From an optimization exercise on the open Yosys and OpenROAD flow, aimed at small area, a short achievable clock period and few clock cycles per item; shortcuts taken in it are not production practice.

==> try-maple: inputs <==
// prl_tag_engine
module prl_tag_engine (
    input  wire         clk,
    input  wire         rst,           
    input  wire         cmd_valid,
    output wire         cmd_ready,
    input  wire [1:0]   cmd_op,        
    input  wire [1:0]   cmd_ksel,      
    input  wire [255:0] cmd_key,       
    input  wire [47:0]  cmd_frame,     
    input  wire [4:0]   cmd_pair,
    input  wire [7:0]   cmd_place,
    input  wire [7:0]   cmd_where,
    input  wire [3:0]   cmd_elem,
    input  wire [11:0]  cmd_obj,
    input  wire [2:0]   cmd_kind,
    input  wire [7:0]   cmd_state,
    output wire         tag_valid,
    input  wire         tag_ready,
    output wire [63:0]  tag,
    output wire         key_a_present,
    output wire         key_b_present
);
clock: 8.0 ns
lec_check: 0
cap_margin: 20
core_margin: 2
core_utilization: 40
cts_cluster_diameter: 100
cts_cluster_size: 20
place_density: 0.6
setup_slack_margin: 4.8
slew_margin: 20
synth_hierarchical: 1
standard.sh (not shown) runs the stock make flow with config.mk's settings and CLKGATE_MAP_FILE= SYNTH_SCRIPT=/design/flow/synth_recipe.tcl, a recipe that flattens the netlist after the stock synthesis.
==> flow/flow/run.sh <==
#!/bin/bash
set -euo pipefail
bash standard.sh "BUFFER_PORTS_ARGS=-buffer_cell sky130_fd_sc_hd__buf_1" finish > flow_make.log 2>&1
==> try-tundra (differences from try-maple) <==
Settings changed: SETUP_SLACK_MARGIN 4.8 to 4.9.
==> comparison <==
Of try-maple and try-tundra, try-tundra has the higher first-iteration DRC count (gap about 0.8%, measured against try-tundra). Clock skew: try-maple is lower than try-tundra (8.2 ps). In try-maple the maximum frequency is smaller than in try-tundra, by 1.0%. Against try-maple, the routed wire length of try-tundra is larger by 3.1%. In die area, try-tundra and try-maple do not differ. Against try-maple, the core utilization of try-tundra is higher by 1.8 points. Clock-buffer cell count: try-tundra is lower than try-maple (2).
==> figures <==
Outcome: try-maple no timing/DRC/antenna violations; try-tundra no timing/DRC/antenna violations
Ant diodes: try-maple 123; try-tundra 57
Ratio of layout area to synthesized area: try-maple 1.1911x; try-tundra 1.2349x
Routed length on met1: try-maple 417.7 mm; try-tundra 427.5 mm
Startpoint of the worst setup timing path: try-maple t_q[5]; try-tundra t_q[7]
Number of gates given a new drive strength after cts: try-maple 1460; try-tundra 2244
R2R Setup Slk: try-maple 4630 ps; try-tundra 4690 ps
Final clock skew: try-maple 67.19 ps; try-tundra 75.37 ps
Final-layout clock buffer total: try-maple 402; try-tundra 400
Worst slack at placement: try-maple 3608 ps; try-tundra 3774 ps
Startpoint of the worst hold path: try-maple kst_b_0[70]; try-tundra kst_b_0[109]
Shortest period the worst path allows: try-maple 3783 ps; try-tundra 3745 ps
Proportion of cell area occupied by multi-input gates: try-maple 54.94%; try-tundra 55.53%
Sum of met3 wire segment lengths after detailed routing: try-maple 98.84 mm; try-tundra 107.9 mm
Crit share post-route: try-maple 47.29%; try-tundra 46.82%
Total GRT Usage: try-maple 31.08%; try-tundra 32.00%
Total of fill cells in the finished design: try-maple 55300; try-tundra 54320
Function was not checked in any run of this note: the RTL went through the layout flow alone.

* * *

==> inputs of pepper <==
prl_tag_engine, a different RTL version from the one above (not shown whole).
Settings: LEC_CHECK=0, CAP_MARGIN=20, CORE_MARGIN=2, CORE_UTILIZATION=25, CTS_CLUSTER_DIAMETER=100, CTS_CLUSTER_SIZE=20, PLACE_DENSITY=0.45, SETUP_SLACK_MARGIN=4.8, SLEW_MARGIN=20, SYNTH_HIERARCHICAL=1; clock period 8.0 ns.
Scripts as last shown in full above: flow/flow/run.sh
==> onyx: changes against pepper <==
--- a/flow/design.v
+++ b/flow/design.v
@@ -318,59 +318,76 @@
             assign sr[i] = sb[(i + 4 * (i % 4)) % 16];
             assign sub_out[127 - 8*i -: 8] = sr[i];
         end
     endgenerate
     generate
         for (i = 0; i < 4; i = i + 1) begin : g_mix
-            wire [7:0] a [0:3];
+            wire [7:0] a [0:3];       
             wire [7:0] p [0:3];
-            wire [7:0] v [0:3];
-            wire [7:0] b [0:3];
+            wire [7:0] v [0:3];       
+            wire [7:0] w [0:3];       
+            wire [7:0] q [0:3];       
             genvar k;
             for (k = 0; k < 4; k = k + 1) begin : g_byte
-                assign a[k] = sr[4*i + k] & {8{LOAD == 0 || keep}};
+                for (j = 0; j < 8; j = j + 1) begin : g_bit
+                    if (LOAD != 0) begin : g_gate
+                        sbx_na2 u_g (.a(sr[4*i + k][j]), .b(keep), .y(a[k][j]));
+                    end else begin : g_pass
+                        assign a[k][j] = sr[4*i + k][j];
+                    end
+                end
             end
             for (k = 0; k < 4; k = k + 1) begin : g_col
-                assign p[k] = a[k] ^ a[(k + 1) % 4];
-                assign v[k] = a[(k + 1) % 4] ^ add_in[127 - 32*i - 8*k -: 8];
-                assign b[k][0] = (p[k][7] ^ p[(k + 2) % 4][0]) ^ v[k][0];
-                for (j = 1; j < 8; j = j + 1) begin : g_bit
+                for (j = 0; j < 8; j = j + 1) begin : g_bit
+                    sbx_x2 u_p (.a(a[k][j]), .b(a[(k + 1) % 4][j]), .y(p[k][j]));
+                    sbx_x2 u_v (.a(a[(k + 1) % 4][j]), .b(add_in[127 - 32*i - 8*k - 7 + j]), .y(v[k][j]));
+                end
+                for (j = 0; j < 8; j = j + 1) begin : g_out
+                    if (j == 0) begin : g_q0
+                        sbx_x2 u_q (.a(p[k][7]), .b(p[(k + 2) % 4][0]), .y(q[k][0]));
+                    end else begin : g_qj
+                        sbx_x2 u_q (.a(p[k][j-1]), .b(p[(k + 2) % 4][j]), .y(q[k][j]));
+                    end
                     if (j == 1 || j == 3 || j == 4) begin : g_r
-                        assign b[k][j] = (p[k][j-1] ^ p[(k + 2) % 4][j]) ^ (v[k][j] ^ p[k][7]);
+                        sbx_x2 u_w (.a(v[k][j]), .b(p[k][7]), .y(w[k][j]));
                     end else begin : g_n
-                        assign b[k][j] = (p[k][j-1] ^ p[(k + 2) % 4][j]) ^ v[k][j];
+                        assign w[k][j] = v[k][j];
+                    end
+                    if (LOAD != 0) begin : g_inv
+                        sbx_xn2 u_b (.a(q[k][j]), .b(w[k][j]), .y(state_out[127 - 32*i - 8*k - 7 + j]));
+                    end else begin : g_pos
+                        sbx_x2 u_b (.a(q[k][j]), .b(w[k][j]), .y(state_out[127 - 32*i - 8*k - 7 + j]));
                     end
                 end
-                assign state_out[127 - 32*i - 8*k -: 8] = b[k];
             end
         end
     endgenerate
 endmodule
 module aes256_key_step_a #(
     parameter ROT = 1              
 ) (
     input  wire [127:0] prev,
     input  wire [127:0] last,
-    input  wire         rot_step,
     input  wire [7:0]   rcon,
-    output wire [127:0] p,
+    output wire [7:0]   p0_hi,     
+    output wire [95:0]  p123,      
     output wire [55:0]  mid
 );
     wire [31:0] w3  = last[31:0];
-    wire        rs  = ROT != 0 && rot_step;
-    wire [31:0] rot = rs ? {w3[23:0], w3[31:24]} : w3;
+    wire [31:0] rot = ROT != 0 ? {w3[23:0], w3[31:24]} : w3;
     aes_sbox_a u_s0 (.a(rot[31:24]), .m(mid[55:42]));
     aes_sbox_a u_s1 (.a(rot[23:16]), .m(mid[41:28]));
     aes_sbox_a u_s2 (.a(rot[15:8]),  .m(mid[27:14]));
     aes_sbox_a u_s3 (.a(rot[7:0]),   .m(mid[13:0]));
-    wire [31:0] rc  = rs ? {rcon, 24'h000000} : 32'h00000000;
+    wire [31:0] rc  = ROT != 0 ? {rcon, 24'h000000} : 32'h00000000;
     wire [31:0] w0  = prev[127:96];
     wire [31:0] w01 = w0 ^ prev[95:64];
     wire [31:0] w02 = w01 ^ prev[63:32];
     wire [31:0] w03 = w01 ^ (prev[63:32] ^ prev[31:0]);
-    assign p = {w0 ^ rc, w01 ^ rc, w02 ^ rc, w03 ^ rc};
+    assign p0_hi = w0[31:24] ^ rc[31:24];
+    assign p123  = {w01 ^ rc, w02 ^ rc, w03 ^ rc};
 endmodule
 module aes256_key_step_b #(
     parameter LOAD = 1             
 ) (
     input  wire [127:0] p,
     input  wire [55:0]  mid,
@@ -453,22 +470,24 @@
     function has_tag;
         input [CW-1:0] c;
         has_tag = (c[RUN] && c[2:0] == 3'd7 && !c[PL]) || c[PK];
     endfunction
     wire [223:0] mid_a_n;
     aes_round_a u_ra1 (.state_in(st_a), .mid(mid_a_n));
-    wire [127:0] kp_a_n;
+    wire [7:0]   kp_a_n0;
+    wire [95:0]  kp_a_n123;
     wire [55:0]  kmid_a_n;
     aes256_key_step_a #(.ROT(1)) u_ka1 (
         .prev     (kst_a[255:128]),
         .last     (kst_a[127:0]),
-        .rot_step (1'b1),
         .rcon     (rcon),
-        .p        (kp_a_n),
+        .p0_hi    (kp_a_n0),
+        .p123     (kp_a_n123),
         .mid      (kmid_a_n)
     );
+    wire [127:0] kp_a_n = {kp_a_n0, kst_a[247:224], kp_a_n123};
     wire [127:0] st_b_n, sub_a_unused;
     aes_round_b #(.LOAD(0)) u_ra2 (
         .mid       (mid_a),
         .add_in    (krk_a),
         .keep      (1'b1),
         .state_out (st_b_n),
@@ -482,22 +501,24 @@
         .gate     (1'b0),
         .load_val (128'd0),
         .next     (rk_b_n)
     );
     wire [223:0] mid_b_n;
     aes_round_a u_rb1 (.state_in(st_b), .mid(mid_b_n));
-    wire [127:0] kp_b_n;
+    wire [7:0]   kp_b_n0_unused;
+    wire [95:0]  kp_b_n123;
     wire [55:0]  kmid_b_n;
     aes256_key_step_a #(.ROT(0)) u_kb1 (
         .prev     (kst_b[255:128]),
         .last     (kst_b[127:0]),
-        .rot_step (1'b0),
         .rcon     (8'h00),
-        .p        (kp_b_n),
+        .p0_hi    (kp_b_n0_unused),
+        .p123     (kp_b_n123),
         .mid      (kmid_b_n)
     );
+    wire [127:0] kp_b_n = {kst_b[255:224], kp_b_n123};
     wire [255:0] slot_key = sel ? key_b : key_a;
     wire [127:0] slot_l   = sel ? l_b : l_a;
     wire [127:0] cmd_msg = {cmd_frame, 3'b000, cmd_pair, cmd_place, cmd_where,
                             4'h0, cmd_elem, 4'h0, cmd_obj, 5'b00000, cmd_kind,
                             cmd_state, 16'h0000};
     wire [127:0] k1       = {slot_l[126:0], 1'b0} ^ (slot_l[127] ? 128'h87 : 128'h0);
SETUP_SLACK_MARGIN = 5.0   (was 4.8)
==> nickel: changes against pepper <==
--- a/flow/design.v
+++ b/flow/design.v
@@ -318,59 +318,76 @@
             assign sr[i] = sb[(i + 4 * (i % 4)) % 16];
             assign sub_out[127 - 8*i -: 8] = sr[i];
         end
     endgenerate
     generate
         for (i = 0; i < 4; i = i + 1) begin : g_mix
-            wire [7:0] a [0:3];
+            wire [7:0] a [0:3];       
             wire [7:0] p [0:3];
-            wire [7:0] v [0:3];
-            wire [7:0] b [0:3];
+            wire [7:0] v [0:3];       
+            wire [7:0] w [0:3];       
+            wire [7:0] q [0:3];       
             genvar k;
             for (k = 0; k < 4; k = k + 1) begin : g_byte
-                assign a[k] = sr[4*i + k] & {8{LOAD == 0 || keep}};
+                for (j = 0; j < 8; j = j + 1) begin : g_bit
+                    if (LOAD != 0) begin : g_gate
+                        sbx_na2 u_g (.a(sr[4*i + k][j]), .b(keep), .y(a[k][j]));
+                    end else begin : g_pass
+                        assign a[k][j] = sr[4*i + k][j];
+                    end
+                end
             end
             for (k = 0; k < 4; k = k + 1) begin : g_col
-                assign p[k] = a[k] ^ a[(k + 1) % 4];
-                assign v[k] = a[(k + 1) % 4] ^ add_in[127 - 32*i - 8*k -: 8];
-                assign b[k][0] = (p[k][7] ^ p[(k + 2) % 4][0]) ^ v[k][0];
-                for (j = 1; j < 8; j = j + 1) begin : g_bit
+                for (j = 0; j < 8; j = j + 1) begin : g_bit
+                    sbx_x2 u_p (.a(a[k][j]), .b(a[(k + 1) % 4][j]), .y(p[k][j]));
+                    sbx_x2 u_v (.a(a[(k + 1) % 4][j]), .b(add_in[127 - 32*i - 8*k - 7 + j]), .y(v[k][j]));
+                end
+                for (j = 0; j < 8; j = j + 1) begin : g_out
+                    if (j == 0) begin : g_q0
+                        sbx_x2 u_q (.a(p[k][7]), .b(p[(k + 2) % 4][0]), .y(q[k][0]));
+                    end else begin : g_qj
+                        sbx_x2 u_q (.a(p[k][j-1]), .b(p[(k + 2) % 4][j]), .y(q[k][j]));
+                    end
                     if (j == 1 || j == 3 || j == 4) begin : g_r
-                        assign b[k][j] = (p[k][j-1] ^ p[(k + 2) % 4][j]) ^ (v[k][j] ^ p[k][7]);
+                        sbx_x2 u_w (.a(v[k][j]), .b(p[k][7]), .y(w[k][j]));
                     end else begin : g_n
-                        assign b[k][j] = (p[k][j-1] ^ p[(k + 2) % 4][j]) ^ v[k][j];
+                        assign w[k][j] = v[k][j];
+                    end
+                    if (LOAD != 0) begin : g_inv
+                        sbx_xn2 u_b (.a(q[k][j]), .b(w[k][j]), .y(state_out[127 - 32*i - 8*k - 7 + j]));
+                    end else begin : g_pos
+                        sbx_x2 u_b (.a(q[k][j]), .b(w[k][j]), .y(state_out[127 - 32*i - 8*k - 7 + j]));
                     end
                 end
-                assign state_out[127 - 32*i - 8*k -: 8] = b[k];
             end
         end
     endgenerate
 endmodule
 module aes256_key_step_a #(
     parameter ROT = 1              
 ) (
     input  wire [127:0] prev,
     input  wire [127:0] last,
-    input  wire         rot_step,
     input  wire [7:0]   rcon,
-    output wire [127:0] p,
+    output wire [7:0]   p0_hi,     
+    output wire [95:0]  p123,      
     output wire [55:0]  mid
 );
     wire [31:0] w3  = last[31:0];
-    wire        rs  = ROT != 0 && rot_step;
-    wire [31:0] rot = rs ? {w3[23:0], w3[31:24]} : w3;
+    wire [31:0] rot = ROT != 0 ? {w3[23:0], w3[31:24]} : w3;
     aes_sbox_a u_s0 (.a(rot[31:24]), .m(mid[55:42]));
     aes_sbox_a u_s1 (.a(rot[23:16]), .m(mid[41:28]));
     aes_sbox_a u_s2 (.a(rot[15:8]),  .m(mid[27:14]));
     aes_sbox_a u_s3 (.a(rot[7:0]),   .m(mid[13:0]));
-    wire [31:0] rc  = rs ? {rcon, 24'h000000} : 32'h00000000;
+    wire [31:0] rc  = ROT != 0 ? {rcon, 24'h000000} : 32'h00000000;
     wire [31:0] w0  = prev[127:96];
     wire [31:0] w01 = w0 ^ prev[95:64];
     wire [31:0] w02 = w01 ^ prev[63:32];
     wire [31:0] w03 = w01 ^ (prev[63:32] ^ prev[31:0]);
-    assign p = {w0 ^ rc, w01 ^ rc, w02 ^ rc, w03 ^ rc};
+    assign p0_hi = w0[31:24] ^ rc[31:24];
+    assign p123  = {w01 ^ rc, w02 ^ rc, w03 ^ rc};
 endmodule
 module aes256_key_step_b #(
     parameter LOAD = 1             
 ) (
     input  wire [127:0] p,
     input  wire [55:0]  mid,
@@ -453,22 +470,24 @@
     function has_tag;
         input [CW-1:0] c;
         has_tag = (c[RUN] && c[2:0] == 3'd7 && !c[PL]) || c[PK];
     endfunction
     wire [223:0] mid_a_n;
     aes_round_a u_ra1 (.state_in(st_a), .mid(mid_a_n));
-    wire [127:0] kp_a_n;
+    wire [7:0]   kp_a_n0;
+    wire [95:0]  kp_a_n123;
     wire [55:0]  kmid_a_n;
     aes256_key_step_a #(.ROT(1)) u_ka1 (
         .prev     (kst_a[255:128]),
         .last     (kst_a[127:0]),
-        .rot_step (1'b1),
         .rcon     (rcon),
-        .p        (kp_a_n),
+        .p0_hi    (kp_a_n0),
+        .p123     (kp_a_n123),
         .mid      (kmid_a_n)
     );
+    wire [127:0] kp_a_n = {kp_a_n0, kst_a[247:224], kp_a_n123};
     wire [127:0] st_b_n, sub_a_unused;
     aes_round_b #(.LOAD(0)) u_ra2 (
         .mid       (mid_a),
         .add_in    (krk_a),
         .keep      (1'b1),
         .state_out (st_b_n),
@@ -482,22 +501,24 @@
         .gate     (1'b0),
         .load_val (128'd0),
         .next     (rk_b_n)
     );
     wire [223:0] mid_b_n;
     aes_round_a u_rb1 (.state_in(st_b), .mid(mid_b_n));
-    wire [127:0] kp_b_n;
+    wire [7:0]   kp_b_n0_unused;
+    wire [95:0]  kp_b_n123;
     wire [55:0]  kmid_b_n;
     aes256_key_step_a #(.ROT(0)) u_kb1 (
         .prev     (kst_b[255:128]),
         .last     (kst_b[127:0]),
-        .rot_step (1'b0),
         .rcon     (8'h00),
-        .p        (kp_b_n),
+        .p0_hi    (kp_b_n0_unused),
+        .p123     (kp_b_n123),
         .mid      (kmid_b_n)
     );
+    wire [127:0] kp_b_n = {kst_b[255:224], kp_b_n123};
     wire [255:0] slot_key = sel ? key_b : key_a;
     wire [127:0] slot_l   = sel ? l_b : l_a;
     wire [127:0] cmd_msg = {cmd_frame, 3'b000, cmd_pair, cmd_place, cmd_where,
                             4'h0, cmd_elem, 4'h0, cmd_obj, 5'b00000, cmd_kind,
                             cmd_state, 16'h0000};
     wire [127:0] k1       = {slot_l[126:0], 1'b0} ^ (slot_l[127] ? 128'h87 : 128'h0);
==> run summary <==
	pepper	onyx	nickel
Sum of met3 wire segment lengths after detailed routing	26120 um	27940 um	19630 um
DP Area	0.1505 mm2	0.1485 mm2	0.1485 mm2
Number of buffers created by CTS	175	176	173
Startpoint of the tightest hold check path	kst_a[38]	kst_a[102]	kst_a[48]
Count of routing violations after the opening detailed-route iteration	6839	6278	6054
Fill cell count	57370	55220	56230
Repair and plain buffers	921	1152	852
Layout net count	13500	13780	13470
Share of final-layout standard cells stronger than drive strength 1	16.54%	25.24%	14.79%
Initial antenna violation count	90	85	52
CP most frequent cell	xor2_1	-	xor2_1
Well tap count	7452	7234	7234
Number of global-route vias before repair	84820	84940	83450
Final core utilization	30.18%	32.28%	30.22%
Largest net degree at the start of global routing	105	101	110
WL met1	247900 um	239200 um	248500 um
Worst-case register-to-register setup slack	4.71 ns	4.86 ns	4.75 ns
Final worst-path cycle share	41.18%	39.22%	40.68%
Run status	no timing/DRC/antenna violations	no timing/DRC/antenna violations	no timing/DRC/antenna violations
Met2 Wirelength	247100 um	252700 um	247800 um
No run of this note included a check of the RTL's function; only the layout flow was run.

[separate check: timing with driven ports]
No port has a modelled driver above. Below, the same layouts with a new extraction and two added sets of constraints.
Step 1 assumes that a clkbuf_16 drives the clock port and a buf_2 every other input.
Step 2 times the ports against the registers' clock, not the clock port: input delays grow and output delays shrink by t, the midpoint of the rising clock arrivals with the driver on.
a / b / c = no drivers / after step 1 / after step 2; a / b = the first two.
run | shift t [ns] | setup slack, ns | slew at the worst register clock pin (ns) | worst slew at a driven data input, ns | pins driven straight from the clock port
try-maple | 1.148 | 4.217 / 4.086 / 4.146 | 0.10 / 0.10 | 0.32 | 1
try-tundra | 1.136 | 4.255 / 4.130 / 4.053 | 0.10 / 0.10 | 0.30 | 1
pepper | 1.063 | 4.705 / 4.705 / 4.638 | 0.10 / 0.10 | 0.28 | 1
onyx | 1.043 | 4.862 / 4.750 / 4.505 | 0.10 / 0.10 | 0.13 | 1
nickel | 1.039 | 4.746 / 4.722 / 4.724 | 0.11 / 0.11 | 0.17 | 1
After both steps every run listed still meets setup and hold. For onyx, which loses most, drivers alone change the setup slack by -0.112 ns; drivers and shift together by -0.357 ns.
